Background: an optimization exercise with open tools, aiming at small area, a short achievable clock period and few clock cycles per item. Do not read the settings as production practice.
The RTL of this run was laid out without a check of its function.

--- design/flow/config.mk ---
export PLATFORM = sky130hd
export DESIGN_NAME = rts_benes_solver
export DESIGN_NICKNAME = rts_benes_solver
export VERILOG_FILES = /design/flow/design.v
export SDC_FILE = /design/flow/constraint.sdc
export NUM_CORES = 4
export LEC_CHECK = 0
export CAP_MARGIN = 20
export CORE_MARGIN = 2
export CORE_UTILIZATION = 35
export PLACE_DENSITY = 0.55
export SETUP_SLACK_MARGIN = 2.5
export SLEW_MARGIN = 20
--- design/flow/constraint.sdc ---
create_clock -name core_clock -period 10.0 [get_ports {clk}]
set_input_delay 2.0000 -clock core_clock [delete_from_list [all_inputs] [get_ports {clk}]]
set_output_delay 2.0000 -clock core_clock [all_outputs]
set_load 0.01 [all_outputs]
--- design/flow/design.v ---
module rts_benes_solver #(
    parameter LOGN = 5,
    parameter N    = 1 << LOGN
) (
    input  wire                         clk,
    input  wire                         rst,
    input  wire                         start,
    input  wire [N-1:0]                 chart_valid,
    input  wire [N*LOGN-1:0]            chart_east,
    output wire                         ready,
    output reg                          done,
    output wire [2*(2*LOGN-1)*(N/2)-1:0] states
);
    localparam STAGES = 9;
    localparam HALF   = 16;
    localparam CELLS  = 144;
    localparam STEPS  = 2;           
    localparam [1:0] P_IDLE = 2'd0, P_FILL = 2'd1, P_WALK = 2'd2;
    reg  [1:0]   phase;
    reg  [1:0]   lvl;                
    reg  [3:0]   cyc;                
    reg  [1:0]   grp;                
    reg  [159:0] p;                  
    reg  [31:0]  X;                  
    reg  [15:0]  asg;                
    reg  [15:0]  cin;                
    reg  [19:0]  pst;                
    reg  [CELLS-1:0] cr;             
    reg  [31:0]  vst;                
    assign ready = (phase == P_IDLE);
    function integer rotl5;
        input integer x;
        input integer n;
        begin
            rotl5 = ((x << n) | (x >> (5 - n))) & 31;
        end
    endfunction
    function integer lowline;        
        input integer r;
        input integer d;
        begin
            lowline = (r % (1 << d)) + ((r >> d) << (d + 1));
        end
    endfunction
    function [31:0] lowest32;
        input [31:0] v;
        begin
            lowest32 = v & (~v + 32'd1);
        end
    endfunction
    function [4:0] enc32;
        input [31:0] v;
        integer t;
        begin
            enc32 = 5'd0;
            for (t = 0; t < 32; t = t + 1)
                if (v[t]) enc32 = enc32 | t[4:0];
        end
    endfunction
    wire idle = (phase == P_IDLE);
    wire fill = (phase == P_FILL);
    wire walk = (phase == P_WALK);
    wire l4   = (lvl == 2'd0);
    wire l3   = (lvl == 2'd1);
    reg  [39:0] gch;                 
    reg  [7:0]  gv;
    always @* begin
        case (idle ? 2'd0 : grp)
        2'd0: begin gch = chart_east[39:0];    gv = chart_valid[7:0];   end
        2'd1: begin gch = chart_east[79:40];   gv = chart_valid[15:8];  end
        2'd2: begin gch = chart_east[119:80];  gv = chart_valid[23:16]; end
        default: begin gch = chart_east[159:120]; gv = chart_valid[31:24]; end
        endcase
    end
    reg  [31:0] gused, dd;
    integer wi;
    always @* begin
        gused = 32'd0;
        for (wi = 0; wi < 8; wi = wi + 1) begin
            dd = 32'd1 << gch[5*wi +: 5];
            dd[0] = dd[0] & gv[wi];
            gused = gused | dd;
        end
    end
    wire [31:0] wrem    = X;
    wire [31:0] erem    = {cin, asg};
    wire        dofill  = fill && (grp == 2'd0);       
    wire [31:0] W1      = lowest32(wrem);
    wire [31:0] E1      = lowest32(erem);
    wire [4:0]  e1      = enc32(E1);
    wire [31:0] wrem_n  = wrem & ~W1;
    wire [31:0] erem_n  = dofill ? (erem & ~E1) : (erem & ~gused);
    reg [31:0] xs, xp, m;
    reg [4:0]  t [0:31];
    reg [4:0]  g2 [0:3];
    reg [4:0]  g3 [0:1];
    reg [4:0]  g4;
    reg [4:0]  yv [0:3];
    reg [4:0]  h2 [0:3];
    reg [4:0]  h3 [0:1];
    reg [4:0]  h4;
    reg [3:0]  clr, cl;
    reg [19:0] ps;
    reg [15:0] a, c, so, ns;
    reg        busy;
    integer i, j, s, q;
    always @* begin
        xs = X; ps = pst; a = asg; c = cin; so = 16'd0;
        for (i = 0; i < STEPS; i = i + 1) begin
            xp = {xs[15:0], xs[31:16]};
            for (j = 0; j < 32; j = j + 1)
                t[j] = {5{xp[j]}} & p[5*j +: 5];
            for (s = 0; s < 4; s = s + 1)
                g2[s] = t[s] | t[s+4] | t[s+8] | t[s+12] |
                        t[s+16] | t[s+20] | t[s+24] | t[s+28];
            g3[0] = g2[0] | g2[2];
            g3[1] = g2[1] | g2[3];
            g4    = g3[0] | g3[1];
            for (s = 0; s < 4; s = s + 1)
                yv[s] = l4 ? g4 : l3 ? g3[s & 1] : g2[s];
            for (j = 0; j < 32; j = j + 1)
                m[j] = (p[5*j +: 4] == yv[j & 3][3:0]) & ~xp[j];
            a  = a | xs[15:0] | xs[31:16];
            c  = c | xs[31:16];
            for (j = 0; j < 16; j = j + 1)
                so[j] = so[j] | ((yv[j & 3][3:0] == j) & ~yv[j & 3][4]);
            for (s = 0; s < 4; s = s + 1)
                clr[s] = (yv[s] == (ps[5*s +: 5] ^ 5'd16));
            for (s = 0; s < 4; s = s + 1)
                cl[s] = l4 ? clr[0] : l3 ? clr[s & 1] : clr[s];
            for (j = 0; j < 16; j = j + 1) begin
                busy = 1'b0;
                for (q = 0; q < j; q = q + 1)
                    if (l4 || (l3 && ((q & 1) == (j & 1))) || ((q & 3) == (j & 3)))
                        busy = busy | ~a[q];
                ns[j] = ~a[j] & ~busy;
            end
            for (j = 0; j < 16; j = j + 1)
                t[j] = {5{ns[j]}} & p[5*j +: 5];
            for (s = 0; s < 4; s = s + 1)
                h2[s] = t[s] | t[s+4] | t[s+8] | t[s+12];
            h3[0] = h2[0] | h2[2];
            h3[1] = h2[1] | h2[3];
            h4    = h3[0] | h3[1];
            for (s = 0; s < 4; s = s + 1)
                if (cl[s]) ps[5*s +: 5] = l4 ? h4 : l3 ? h3[s & 1] : h2[s];
            for (j = 0; j < 32; j = j + 1)
                xs[j] = cl[j & 3] ? ((j < 16) ? ns[j] : 1'b0) : m[j];
        end
    end
    reg [159:0] np;
    reg [4:0]   pe;
    integer k;
    always @* begin
        for (k = 0; k < 32; k = k + 1) begin
            pe = c[k & 15] ? p[5*(k ^ 16) +: 5] : p[5*k +: 5];
            np[5*rotl5(k, 1) +: 5] = {pe[3:0], k[4]};
        end
    end
    reg [7:0] cin1, cout0, cout1, mid0, mid1;
    reg [1:0] P0, P1, P2, P3, y2;
    reg       c1;
    always @* begin
        for (s = 0; s < 8; s = s + 1) begin
            P0 = np[5*(0 + s) + 3 +: 2];
            P1 = np[5*(8 + s) + 3 +: 2];
            P2 = np[5*(16 + s) + 3 +: 2];
            P3 = np[5*(24 + s) + 3 +: 2];
            c1 = (P3 == (P2 ^ 2'd2));
            y2 = c1 ? P1 : P3;
            cin1[s]  = c1;
            cout0[s] = P2[0] ? ~y2[1] : ~P2[1];
            cout1[s] = P2[0] ? ~P2[1] : ~y2[1];
            mid0[s]  = P0[0];
            mid1[s]  = P2[0];
        end
    end
    wire [3:0] lastcyc = l4 ? (16 / STEPS - 1) : l3 ? (8 / STEPS - 1) : (4 / STEPS - 1);
    wire last = walk && (cyc == lastcyc);
    wire fin  = last && (lvl == 2'd2);
    reg [CELLS-1:0] crset;
    integer r, d, st, ll, sn;
    always @* begin
        crset = {CELLS{1'b0}};
        for (d = 2; d <= 4; d = d + 1) begin
            for (r = 0; r < 16; r = r + 1) begin
                ll = rotl5(lowline(r, d), 4 - d);
                if (walk && lvl == 4 - d) begin
                    crset[(4 - d)*HALF + r] = c[ll];
                    crset[(4 + d)*HALF + r] = so[ll];
                end
            end
        end
        for (r = 0; r < 16; r = r + 1) begin
            ll = lowline(r, 1);
            sn = ll >> 2;
            if (fin) begin
                crset[3*HALF + r] = (ll & 1) ? cin1[sn] : 1'b0;
                crset[5*HALF + r] = (ll & 1) ? cout1[sn] : cout0[sn];
                crset[4*HALF + r] = (r & 1) ? mid1[r >> 1] : mid0[r >> 1];
            end
        end
    end
    reg [31:0]      lit;
    reg [CELLS-1:0] carries;
    integer l0, l1, dim;
    reg t0, t1;
    always @* begin
        lit     = vst;
        carries = {CELLS{1'b0}};
        for (st = 0; st < STAGES; st = st + 1) begin
            dim = (st <= 4) ? (4 - st) : (st - 4);
            for (r = 0; r < HALF; r = r + 1) begin
                l0 = lowline(r, dim);
                l1 = l0 + (1 << dim);
                t0 = lit[l0];
                t1 = lit[l1];
                carries[st*HALF + r] = t0 | t1;
                if (cr[st*HALF + r]) begin
                    lit[l0] = t1;
                    lit[l1] = t0;
                end
            end
        end
    end
    genvar g;
    generate
        for (g = 0; g < CELLS; g = g + 1) begin : g_st
            assign states[2*g]     = cr[g];
            assign states[2*g + 1] = ~carries[g];
        end
    endgenerate
    reg [159:0] pnext;
    integer w;
    always @* begin
        for (w = 0; w < 32; w = w + 1) begin
            if (idle)
                pnext[5*w +: 5] = chart_east[5*w +: 5];
            else if (fill)
                pnext[5*w +: 5] = (dofill && W1[w]) ? e1 : p[5*w +: 5];
            else
                pnext[5*w +: 5] = np[5*w +: 5];
        end
    end
    wire accept  = idle && start;
    wire full    = &chart_valid;
    wire fillend = dofill && (wrem_n == 32'd0);
    always @(posedge clk) begin
        if (idle || fill || last) begin
            if (!walk || lvl != 2'd2)
                p <= pnext;
        end
        pst <= (idle || fill || last) ? pnext[19:0] : ps;
        if ((idle && full) || fillend || last) begin
            X   <= (walk && l4) ? 32'h3 : (walk && l3) ? 32'hf : 32'h1;
            asg <= 16'd0;
            cin <= 16'd0;
        end else if (idle) begin
            X          <= ~chart_valid;
            {cin, asg} <= ~gused;
        end else if (fill) begin
            if (dofill) X <= wrem_n;
            {cin, asg} <= erem_n;
        end else begin
            X   <= xs;
            asg <= a;
            cin <= c;
        end
        if (accept) begin
            vst <= chart_valid;
            cr  <= {CELLS{1'b0}};
        end else begin
            cr  <= cr | crset;
        end
        if (rst) begin
            phase <= P_IDLE;
            done  <= 1'b0;
        end else begin
            done <= fin;
            case (phase)
            P_IDLE: begin
                grp <= 2'd1;
                lvl <= 2'd0;
                cyc <= 4'd0;
                if (start) phase <= full ? P_WALK : P_FILL;
            end
            P_FILL: begin
                if (grp != 2'd0) grp <= grp + 1'b1;
                if (fillend) phase <= P_WALK;
            end
            P_WALK: begin
                cyc <= cyc + 1'b1;
                if (last) begin
                    cyc <= 4'd0;
                    lvl <= lvl + 1'b1;
                    if (fin) phase <= P_IDLE;
                end
            end
            default: phase <= P_IDLE;
            endcase
        end
    end
endmodule
--- design/flow/run.sh ---
#!/bin/bash
# synth_recipe.tcl (not shown) runs the flow's synth.tcl, then flattens the netlist and writes it again
# the make line also repeats each setting of config.mk as NAME=value (left out here)
make -C /OpenROAD-flow-scripts/flow DESIGN_CONFIG=/design/flow/config.mk WORK_HOME=/design/flow/orfs CLKGATE_MAP_FILE= SYNTH_SCRIPT=/design/flow/synth_recipe.tcl finish
==> impl_metrics.tcl <==
set metrics [dict create \
    status "no timing/DRC/antenna violations" \
    gr-total-overflow 0 \
    synth_ff_type "edfxtp_1" \
    grt_pass1_wl_mm 395 \
    drv_slew 0 \
    synth-seq-cells 423 \
    portBuffers 476 \
    ir_drop_mv 0.157 \
    synthMuxAreaShare_pct 10.7 \
    numCtsBuffers 54 \
    stdcell_count 6959 \
    crit_path_end_kind "register" \
    final_core_util_pct 43.3 \
    drive_gt1_share_pct 11.6 \
    synth.yosys.seq_area_share_pct 27.5 \
    seq_area_sq_um 10800 \
    synth_xor_xnor_area_share_pct 5.12 \
    hold_viol_final 0 \
    reg2regPathDepth 16 \
    power_frac_clock_pct 17.6 \
    skew_ns 0.0680 \
    cp_top_family "simple AND/OR/NAND/NOR gates" \
    place_congestion 1.13 \
    area_growth_pct 22.4 \
    cp_cell_sequence "buf_4 > nor4_1 > nor4b_1 > nand2_1 > nor3_1 > nand3b_1 > or4_1 > nor4_2 > nand3b_1 > nand2_1 > a221o_1 > or4_1 > inv_1 > nand2_1 > o21ai_0 > o21ai_0" \
    cp_slowest_cell "nand2_1" \
    async_reset_ff_share_pct 0 \
    fmax_mhz 131 \
    core_area_sq_um 111000 \
    rrSetupSlack_ns 2.39 \
    worst_pin_slew_ns 1.29 \
    synth_edf_count 232 \
    cp_data_arrival_time_ns 8.08 \
    synth_area_per_cell_sq_um 7.74 \
    switchingPower_mw 6.24 \
    avgViaCountPerCell 7.12 \
    yosysWarnings 7 \
    setup_viol 0 \
    leakage_nw 17.0 \
    synth.distinct_cells 114 \
    die_x_microns 339 \
    grt_usage_pct 49.5 \
    power_density_nw_per_um2 243 \
    clock_sinks 423 \
    h-tree-depth 2 \
    initial_core_util_pct 35.4 \
    p_sw_share_pct 53.6 \
    hpwl_mm 236 \
    combPwrFrac_pct 56.5 \
    cts_tree "yes" \
    io_pins 485 \
    hold_depth 1 \
    routed_wl_mm 298 \
    ant_nets 0 \
    fill_cells 11400 \
    die_height_microns 339 \
    dpl_worst_slack_ns 2.24 \
    antenna_found_initial 30 \
    min_period_over_period_pct 76.1 \
    tns_ns 0 \
    cts_root_buf "clkbuf_16" \
    holdCritStartpoint "cr[136]" \
    clockBufferDepth 3 \
    grt_max_degree 119 \
    dr_total_vias 49600 \
    synth_area_leaders "edfxtp_1, dfxtp_1, nor2_1, mux2_2, mux2i_1" \
    max_stage_delay_ns 0.88 \
    multiInputGateArea_sq_um 26500 \
    drtIter0Drc 9018 \
    fin_hold_ws_ns 0.467 \
    intPower_mw 5.41 \
    power_mw 11.6 \
    final_nets 5606 \
    fin_area_sq_um 48000 \
    netlist_area_sq_um 39200 \
    synth.most_common_cell "nor2_1" \
    synth_top_area_share_pct 17.8 \
    cap_violations 0 \
    syn_inst 5063 \
    r2r_end "p[119]" \
    period_needed_ns 7.61 \
    wl_per_cell_microns 42.8 \
    synthSimpleGateAreaFrac_pct 22.1 \
    crit_required_ns 10.47 \
    p_seq_share_pct 25.9 \
    start_kind "register" \
    postCtsHoldBufs 0 \
    path_clk_slew_ns 0.06 \
    critPathMostFrequentCell "nand2_1" \
    worst_slack_ns 2.39 \
    path_class "register to register" \
    rows 122 \
    regToRegStartpoint "asg[7]" \
    post-place-cells 6820 \
    synth_top_cell_by_area "edfxtp_1" \
    synth-compound-area-share_pct 28.5 \
    min_to "cr[136]" \
    placed_area_sq_um 45800 \
    dieArea_sq_um 115000 \
    firstDrtPassIters 8 \
    crit_buf_inv 2 \
    drc_errors 0 \
    synth_top_family_by_area "compound AO/OA/AOI/OAI gates" \
    slew_headroom_pct 13.1 \
    grt_pass1_vias 44200 \
    yosys.area_share.adder_pct 0.390 \
    worst-path-max-fanout 19 \
    hold_path.class "register to register" \
    worstSkewPairLatency_ns 0.71 \
    rsz0062_at_grt "yes" \
    synth_commonest_cells "nor2_1, a21oi_1, o21ai_0" \
]
[cells in the final DEF, fill, tap and decap left out, types with 48 or more instances in the layout]
cell type        netlist  layout
nor2_1               646     641
clkdlybuf4s50_1        0     476
a21oi_1              411     406
o21ai_0              383     379
nand2_1              334     334
edfxtp_1             232     232
buf_4                 17     214
mux2i_1              206     206
dfxtp_1              191     189
mux2_2               187     187
xnor2_1              149     149
nor3_1               144     142
nand3_1              139     137
o22ai_1              116     114
inv_1                111     110
a22oi_1               93      93
nand4_1               78      78
xor2_1                77      77
o211ai_1              73      73
a211oi_1              67      67
nor4_1                70      66
or3_1                 61      61
clkbuf_16              0      55
a31oi_1               49      48
[registers in the layout (all words and copies together) (netlist names)]
signal,flops
p,160
asg,16
pst,20
cr,136
done,1
grp,2
X,32
lvl,2
vst,32
cin,16
cyc,4
phase,2
[power groups by stage]
| stage | logic [mW] | clock network (mW) | registers, mW |
|---|---|---|---|
| floorplan | 3.58 | 0 | 2.36 |
| global placement | 6.12 | 0 | 2.96 |
| detailed placement | 6.08 | 0 | 2.95 |
| CTS | 6.12 | 2.04 | 2.92 |
| global route | 6.63 | 2.11 | 2.96 |
| finish | 6.58 | 2.05 | 3.02 |
[repair_timing]
action                                 4_1_cts  5_1_grt
buffers inserted                             7        8
endpoints found under the hold margin        0        0
pin swaps                                    2        2
setup endpoints to repair                   39      111
gates resized for setup                      4       17
[cells by family (layout without fill, tap and decap cells)]
family	Yosys count	after routing
buffers and inverters	536	918
and+or+nand+nor	1772	1772
AOI/OAI and AO/OA	1695	1695
DFF	423	423
xor gates and xnor gates	227	227
adders and majority gates	14	14
muxes	395	395
other	1	27
[layout make-up]
cell class	instances	share of cell area, %
Sequential cell	423	22.5
Clock buffer	79	3.25
Inverter	116	0.918
Timing Repair Buffer	700	13.5
Tap cell	1488	3.88
Antenna cell	19	0.0991
Clock inverter	23	0.561
Multi-Input combinational cell	4111	55.2
[worst max path at each step]
stage / cells past startpoint / slack (ns) / start / end
2_1_floorplan: 20 / 4.52 / X[2] / p[0]
3_3_place_gp: 18 / 2.15 / X[1] / X[2]
3_5_place_dp: 16 / 2.24 / X[1] / X[2]
4_1_cts: 18 / 2.60 / X[27] / X[28]
5_1_grt: 16 / 2.33 / asg[7] / p[119]
6_report: 16 / 2.39 / asg[7] / p[119]
[routing by layer]
layer | global-route usage [%] | wire length (microns) | vias up
met1 | 64.1 | 115000 | 24300
met4 | 31.6 | 24000 | 28
met3 | 19.3 | 43100 | 970
met2 | 67.9 | 116000 | 4476
li1 | - | - | 19800
met5 | 0 | 184 | -

==> re-timing with driven ports <==
In the flow no input, the clock included, has a driving cell. The finished layout below was timed again as built, in two steps. Step 1 sets driving cells, clkbuf_16 on the clock port and buf_2 on the other inputs (assumed; they add their load-dependent delay and slew). Step 2, shift: input delay + t, output delay - t, t = (earliest + latest rising clock arrival at the registers) / 2. This alone moves slack from input paths to output paths. Slacks: ideal / step 1 / step 2; pairs: ideal / step 1.
shift t [ns]: 0.755
setup WS [ns]: 2.388 / 2.388 / 2.388
worst setup path at the end: register to register
worst data-port slew with drivers (ns): 0.09
pins driven straight from the clock port: 1
After both steps this run still meets setup and hold. The setup slack of this run moves by 0.000 ns with the drivers and by 0.000 ns with both steps.
